What follows belongs to an exercise in optimizing a design on an open flow for small area and a short achievable clock period; a production flow would make more cautious choices. Where RTL was checked, it was by simulation tests only, not by an equivalence proof against the original. Only the layout flow was run in run 2; the RTL was not checked for function there.

==> flow/design.v, too long to show whole: its modules and the start of the top module <==
// module ocosh_mdu: 1348 lines
module ocosh_mdu (
    input  wire        clk,
    input  wire        rst,
    input  wire        start,
    input  wire [4:0]  op,
    input  wire [31:0] a,
    input  wire [31:0] b,
    input  wire        ct,
    output wire        ready,
    output reg         done,
    output wire [31:0] result,
    output wire        dv,
    output wire        sat
);
  // ...
==> flow/flow/run.sh <==
#!/bin/bash
# Standard layout (the standard.sh, unchanged synthesis), with the port
# buffers made from sky130_fd_sc_hd__buf_4 instead of the cell buffer_ports
# picks by itself.
set -euo pipefail
export BUFFER_PORTS_ARGS="-buffer_cell sky130_fd_sc_hd__buf_4"
bash standard.sh > standard.log 2>&1
==> flow/standard.sh <==
#!/bin/bash
# synth_recipe.tcl (not shown) runs the flow's synth.tcl, then flattens the netlist and writes it again
# the make line also repeats each setting of config.mk as NAME=value (left out here)
make -C /OpenROAD-flow-scripts/flow DESIGN_CONFIG=/design/flow/config.mk WORK_HOME=/design/flow/orfs CLKGATE_MAP_FILE= SYNTH_SCRIPT=/design/flow/synth_recipe.tcl "${@:-finish}"
==> flow/config.mk <==
export PLATFORM = sky130hd
export DESIGN_NAME = ocosh_mdu
export DESIGN_NICKNAME = ocosh_mdu
export VERILOG_FILES = /design/flow/design.v
export SDC_FILE = /design/flow/constraint.sdc
export NUM_CORES = 4
export LEC_CHECK = 0
export ABC_AREA = 1
export CAP_MARGIN = 20
export CORE_MARGIN = 2
export CORE_UTILIZATION = 40
export SLEW_MARGIN = 20
==> flow/constraint.sdc <==
create_clock -name core_clock -period 11.0 [get_ports {clk}]
set_input_delay 2.2000 -clock core_clock [delete_from_list [all_inputs] [get_ports {clk}]]
set_output_delay 2.2000 -clock core_clock [all_outputs]
set_load 0.01 [all_outputs]
==> metrics.md, run 1 <==
| Metric | Value |
|---|---|
| Status | finished clean |
| WL per Instance | 25.7 µm |
| Top post-synthesis cells by count | nand2_1, inv_1, o21ai_0, xor2_1, a21oi_1 |
| RR Startpoint | rb[27] |
| Worst setup SP type | flip-flop |
| DR vias/cell | about 6.0 |
| Multi-input logic area | 22,200 µm² |
| Via count | 33,700 |
| Tapcells | 969 |
| Critical path's slowest cell | nand2_1 |
| Part of the cycle the worst path needs | 71.7% |
| Required time of the critical path | around 11 ns |
| Buf/Inv on CP | 7 |
| Ports | 109 |
| DRT antenna net count | 0 |
| Die width | 278 µm |
| GR Util met3 | between 6 and 7% |
| Starting density of the core | 40.4% |
| Worst-margin pin slew | ~1.1 ns |
| Non-clock buffer share | 3.50% |
| Avg Cell Area, Syn | 6.41 µm² |
| Num CTS Buffers | 17 |
| Ys async rst share | 0% |
==> run 2, diff against run 1 <==
--- a/flow/design.v
+++ b/flow/design.v
@@ -245,27 +245,33 @@
     wire bs3 = i_bs ? (b[31:23] == {9{b[31]}})  : (b[31:24] == 8'h0);
     wire [2:0] mk = ct  ? 3'd4 : bs1 ? 3'd1 : bs2 ? 3'd2 : bs3 ? 3'd3 : 3'd4;
     wire [31:0] b_al = ct  ? b :
                        bs1 ? {b[7:0], 24'h0} :
                        bs2 ? {b[15:0], 16'h0} :
                        bs3 ? {b[23:0], 8'h0} : b;
     wire        m_as = i_mul & i_as & a[31];
     wire        acc_pre = i_mul & op[1] & b_al[31];
-    wire [8:0]  bb = {rb[31:24], rb[23]};
-    wire [3:0]  bone, btwo, bneg;
+    wire [8:0]  bb = accept ? b_al[31:23] : rb[23:15];
+    wire [3:0]  bone_d, btwo_d, bneg_d;
+    reg  [3:0]  bone, btwo, bneg;
+    always @(posedge clk) begin
+        bone <= bone_d;
+        btwo <= btwo_d;
+        bneg <= bneg_d;
+    end
     wire [33:0] a34 = {ra[32], ra};
     generate
         for (gi = 0; gi < 4; gi = gi + 1) begin : g_booth
             wire b2 = bb[2 * gi + 2];
             wire b1 = bb[2 * gi + 1];
             wire b0 = bb[2 * gi];
-            assign bone[gi] = b1 ^ b0;
-            assign btwo[gi] = (b2 & ~b1 & ~b0) | (~b2 & b1 & b0);
-            assign bneg[gi] = b2;
+            assign bone_d[gi] = b1 ^ b0;
+            assign btwo_d[gi] = (b2 & ~b1 & ~b0) | (~b2 & b1 & b0);
+            assign bneg_d[gi] = b2;
         end
     endgenerate
     wire [33:0] px0 = (({34{bone[0]}} & a34) | ({34{btwo[0]}} & {a34[32:0], 1'b0})) ^ {34{bneg[0]}};
     wire [33:0] px1 = (({34{bone[1]}} & a34) | ({34{btwo[1]}} & {a34[32:0], 1'b0})) ^ {34{bneg[1]}};
     wire [33:0] px2 = (({34{bone[2]}} & a34) | ({34{btwo[2]}} & {a34[32:0], 1'b0})) ^ {34{bneg[2]}};
     wire [33:0] px3 = (({34{bone[3]}} & a34) | ({34{btwo[3]}} & {a34[32:0], 1'b0})) ^ {34{bneg[3]}};
     wire [33:0] pu0 = {~px0[33], px0[32:0]};
     wire [33:0] pu1 = {~px1[33], px1[32:0]};
@@ -1317,32 +1323,39 @@
         ssgn <= a[31];
         ssth <= h_sat;
     end
     always @(posedge clk) begin
         if (accept) begin
             o_mul <= i_mul;
             o_q   <= i_mul & op[4];
             o_lo  <= i_mul & (op[1:0] == 2'b00) & ~op[4];
-            ra    <= {m_as, a};
-            rb    <= i_mul ? b_al : b;
             neg   <= i_an;       
             dvf   <= i_div & d_dv;
-            ph    <= ph_in;
-            pl    <= acc_pre ? a : 32'h0;
-        end else begin
+        end else if (nrm) begin
+            neg <= dquo ? (neg ^ bn) : neg;
+            o_lo <= dquo ^ dvf;
+        end
+    end
+    always @(posedge clk) begin
+        if (accept)
+            rb <= i_mul ? b_al : b;
+        else
             rb <= {rb[23:0], 8'h0};
-            if (nrm) begin
-                ra <= shf;
-                ph <= osum;
-                neg <= dquo ? (neg ^ bn) : neg;
-                o_lo <= dquo ^ dvf;
-            end else if (div_step) begin
-                ra <= {2'b0, ra[32:2]};
-                ph <= dr2;
-                pl <= {pl[29:0], dq1, dq2};
-            end else if (mul_step) begin
-                ph <= acc_next[63:32];
-                pl <= acc_next[31:0];
-            end
+    end
+    always @(posedge clk) begin
+        if (mul_step) begin
+            ph <= acc_next[63:32];
+            pl <= acc_next[31:0];
+        end else if (div_step) begin
+            ra <= {2'b0, ra[32:2]};
+            ph <= dr2;
+            pl <= {pl[29:0], dq1, dq2};
+        end else if (accept) begin
+            ra <= {m_as, a};
+            ph <= ph_in;
+            pl <= acc_pre ? a : 32'h0;
+        end else if (nrm) begin
+            ra <= shf;
+            ph <= osum;
         end
     end
 endmodule
==> flow/config.mk (replaced) <==
export PLATFORM = sky130hd
export DESIGN_NAME = ocosh_mdu
export DESIGN_NICKNAME = ocosh_mdu
export VERILOG_FILES = /design/flow/design.v
export SDC_FILE = /design/flow/constraint.sdc
export NUM_CORES = 4
export LEC_CHECK = 0
export ABC_AREA = 1
export CAP_MARGIN = 20
export CORE_MARGIN = 2
export CORE_UTILIZATION = 32
export PLACE_DENSITY = 0.48
export SLEW_MARGIN = 20
==> run 2 against run 1 <==
Largest cell class unchanged. Die area grew 28%. Still clean on timing, DRC and antenna. Hold slack gained 0.011 ns. Non-clock buffer count grew 7.
==> metrics.md, run 2 <==
| Metric | Value |
|---|---|
| Count leader, synth | nand2_1 (unchanged) |
| TNS Setup | 0 ns (unchanged) |
| Synthesis-to-layout area growth | 7.52% (was 6.32%) |
| DR vias/cell | 5.72 (was 6.03) |
| Clock Pin Slew Worst Setup and Hold Paths | 0.09 ns (was 0.08 ns) |
| Post-Syn Area | 30,900 µm² (was 30,100 µm²) |
| Final nets | 5,106 (was 4,984) |
| Ports | 109 (unchanged) |
| Routed wire length | 156,000 µm (was 144,000 µm) |
| Final min period | 8.09 ns (was 7.88 ns) |
| Max reg flops | 33 (unchanged) |
| Worst-margin pin slew | 1.12 ns (was 1.13 ns) |
| EDFF count, synth | 106 (unchanged) |
| GRT overflow | 0 (unchanged) |
| Synth top area cells | nand2_1, edfxtp_1, xor2_1, ha_1, fa_1 (unchanged) |
| Cells after Synth | 4,821 (was 4,696) |
| Hold path startpoint | rb[2] (was rb[10]) |
| FF-to-FF setup slack | 2.91 ns (was 3.12 ns) |
| Worst flop-to-flop path endpoint | pl[0] (was ph[19]) |
| Chip Height | 315 µm (was 278 µm) |
| Crit Path Class | flip-flop to flip-flop (unchanged) |
| RR Startpoint | ra[1] (was rb[27]) |
| Num CTS Buffers | 17 (unchanged) |
| DRT antenna net count | 0 (unchanged) |
| Fraction of layout cells with a size suffix above 1 | 6.06% (was 6.52%) |
| Cts hold-fix bufs | 0 (unchanged) |
| Clock tree sinks | 178 (was 166) |
| Biggest register | ra (unchanged) |
| IO buf count | 108 (unchanged) |
| Max-cap violations | 0 (unchanged) |
| Critical path's slowest cell | o21ai_0 (was nand2_1) |
| Synth top area share | 12.9% (was 13.2%) |
| Register area | 4630 µm² (was 4390 µm²) |
| Die area | 99,000 µm² (was 77,500 µm²) |
| Distinct cells, synth | 65 (was 74) |
| Rows | 113 (was 100) |
| Clock buffer depth | 2 (unchanged) |
| Crit path capture type | flip-flop (unchanged) |
| Most common cell after layout, fill and taps aside | nand2_1 (unchanged) |
| Global-route wire length before repair | 225,000 µm (was 209,000 µm) |
| Top post-synthesis cells by count | nand2_1, inv_1, o21ai_0, nand3_1, xor2_1 (was nand2_1, inv_1, o21ai_0, xor2_1, a21oi_1) |
| Most frequent cells in the layout | nand2_1, inv_1, o21ai_0 (unchanged) |
| Placer Congestion | 1.02 (was 1.05) |
| Core area | 95,300 µm² (was 74,400 µm²) |
| Syn Nets | 5,201 (was 5,075) |
| Post-synth top flop | edfxtp_1 (unchanged) |
| Vias in the first global route | 32,100 (was 31,300) |
| Largest stage delay on the critical path | 1.01 ns (was 0.70 ns) |
| Pre-antenna DRT Iters | 6 (unchanged) |
| Worst Hold Class | flip-flop to flip-flop (unchanged) |
| Via count | 34,400 (was 33,700) |
| Worst Hold Depth | 2 (unchanged) |
| GRT Util Overall | 30.9% (was 36.4%) |
| WL per Instance | 26.0 µm (was 25.7 µm) |
| Initial antenna violation count | 7 (was 5) |
| Worst slew margin | 24.6% (was 24.9%) |
| Multi-input logic area | 22,800 µm² (was 22,200 µm²) |
| Skew final | 0.0245 ns (was 0.0173 ns) |
| Diodes inserted | 0 (was 3) |
| Detailed Route Iter0 Violations | 4,374 (was 4,602) |
| Final Max Tran Viols | 0 (unchanged) |
| Final WS setup | 2.91 ns (was 3.12 ns) |
| DRC viols | 0 (unchanged) |
| Fmax | 124 MHz (was 127 MHz) |
| Hpwl dp | 122,000 µm (was 111,000 µm) |
| Die width | 315 µm (was 278 µm) |
| Flops & latches, synth | 178 (was 166) |
| CTS tree | yes (unchanged) |
| Post-place setup slack | 3.07 ns (was 3.00 ns) |
| Register area share after synthesis | 15.0% (was 14.6%) |
| Worst setup SP type | flip-flop (unchanged) |
| R2R cell count | 35 (was 33) |
| H-tree Lvls | 4 (unchanged) |
| Final Hold Fails | 0 (unchanged) |
| Worst Path Arrival | 8.34 ns (was 8.12 ns) |
| Status | finished clean (unchanged) |
| Ys async rst share | 0% (unchanged) |
| Post-CTS Setup Inserts | 0 (unchanged) |
| CP dominant cell by count | nand2_1 (unchanged) |
| Clk root buf | clkbuf_16 (unchanged) |
| Required time of the critical path | 11.25 ns (was 11.24 ns) |
| Hold EP | rb[10] (was rb[18]) |
| Number of fill cells | 10,700 (was 8,011) |
| Most area-hungry cell type in the Yosys netlist | nand2_1 (unchanged) |
| Part of the cycle the worst path needs | 73.6% (was 71.7%) |
| CP Max Fanout | 38 (was 32) |
| RSZ-0062 raised after global routing | false (unchanged) |
| Post_cts resized | 0 (unchanged) |
| Ys Warns | 1 (unchanged) |
| Smallest hold slack | 0.493 ns (was 0.481 ns) |
| Largest net degree at the start of global routing | 83 (was 77) |
| Clk Latency, worst-skew pair | 0.53 ns (was 0.50 ns) |
| Starting density of the core | 32.4% (was 40.4%) |
| Final core occ | 34.8% (was 43.0%) |
| Final Setup Violations | 0 (unchanged) |
| Avg Cell Area, Syn | 6.40 µm² (was 6.41 µm²) |
-- run 2: cell types whose count changed in the layout (fill, tap and decap cells not counted), sizes merged, moves of 13 or more --
cell	before	now
nand3	277	368
inv	648	611
o221ai	35	4
xor2	303	333
o211ai	55	34
clkinv	16	35
o22ai	173	190
a221oi	13	26
-- run 2: worst max-delay path, delay by kind of cell (launching register included) --
kind / cells / cell delay, ns
AOI/OAI and AO/OA: 11 / 3.09
adders and majority gates: 2 / 0.98
buffers and inverters: 6 / 1.58
DFF: 1 / 0.41
and+or+nand+nor: 16 / 1.73
-- run 2: final cells by class --
cell class | count | area share, %
Sequential cell | 178 | 14.0
Timing Repair Buffer | 156 | 3.53
Tap cell | 1265 | 4.77
Clock buffer | 19 | 1.43
Multi-Input combinational cell | 3740 | 68.7
Inverter | 633 | 7.16
Clock inverter | 13 | 0.475
-- run 2: logic make-up (layout without fill, tap and decap cells) --
group,Yosys count,in the layout,share of synthesized area [%]
and+or+nand+nor,1890,1890,26.0
AOI/OAI and AO/OA,1156,1156,21.4
buffers and inverters,903,821,11.3
xor gates and xnor gates,383,383,10.9
adders and majority gates,307,307,15.3
DFF,178,178,15.0
muxes,4,4,0.130
-- run 2: through the flow --
stage	cells	area, µm²
after detailed placement	5972	32600
final	6004	33200
after global routing	6004	33200
after global placement	5972	32600
after floorplan	4821	30900
after CTS	6004	33200
-- run 2: worst max path at each step --
stage / from / to / slack [ns] / cells past startpoint
floorplan: op[0] / ph[22] / 4.37 / 32
global placement: ra[1] / ph[30] / 2.99 / 45
detailed placement: op[0] / ph[31] / 3.07 / 30
CTS: ra[1] / ph[30] / 3.09 / 45
global route: ra[2] / ph[29] / 2.19 / 48
finish: ra[1] / pl[0] / 2.91 / 35
-- run 2: routing by layer --
metal,vias up,part of all wire (%),wire length [µm],GRT usage (%)
met5,-,0.0077,12,0
met4,2,5.2,8170,14.6
met3,335,8.3,13000,5.51
met2,1622,43,67300,47.4
met1,16500,43,67500,42.0
li1,15900,-,-,-

[separate check: timing with driven ports]
How much do the figures lean on ideal ports? The routed layouts below were timed once more, with nothing changed but the port constraints.
Step 1 sets driving cells, clkbuf_16 on the clock port and buf_2 on the other inputs (assumed; they add their load-dependent delay and slew).
Step 2, shift: input delay + t, output delay - t, t = (earliest + latest rising clock arrival at the registers) / 2. This alone moves slack from input paths to output paths.
a / b / c = ideal ports / drivers / drivers and shift; a / b = the first two.
run | t (ns) | slack for setup (ns) | clock arrival spread, ns | cell pins on the clock port's net
run 1 | 0.548 | 3.118 / 3.118 / 2.802 | 0.018 / 0.017 | 1
run 2 | 0.589 | 2.906 / 2.906 / 2.885 | 0.024 / 0.025 | 1
After both steps every run listed still meets setup and hold. The setup slack of run 1, which loses most, moves by 0.000 ns with the drivers and by -0.316 ns with both steps.
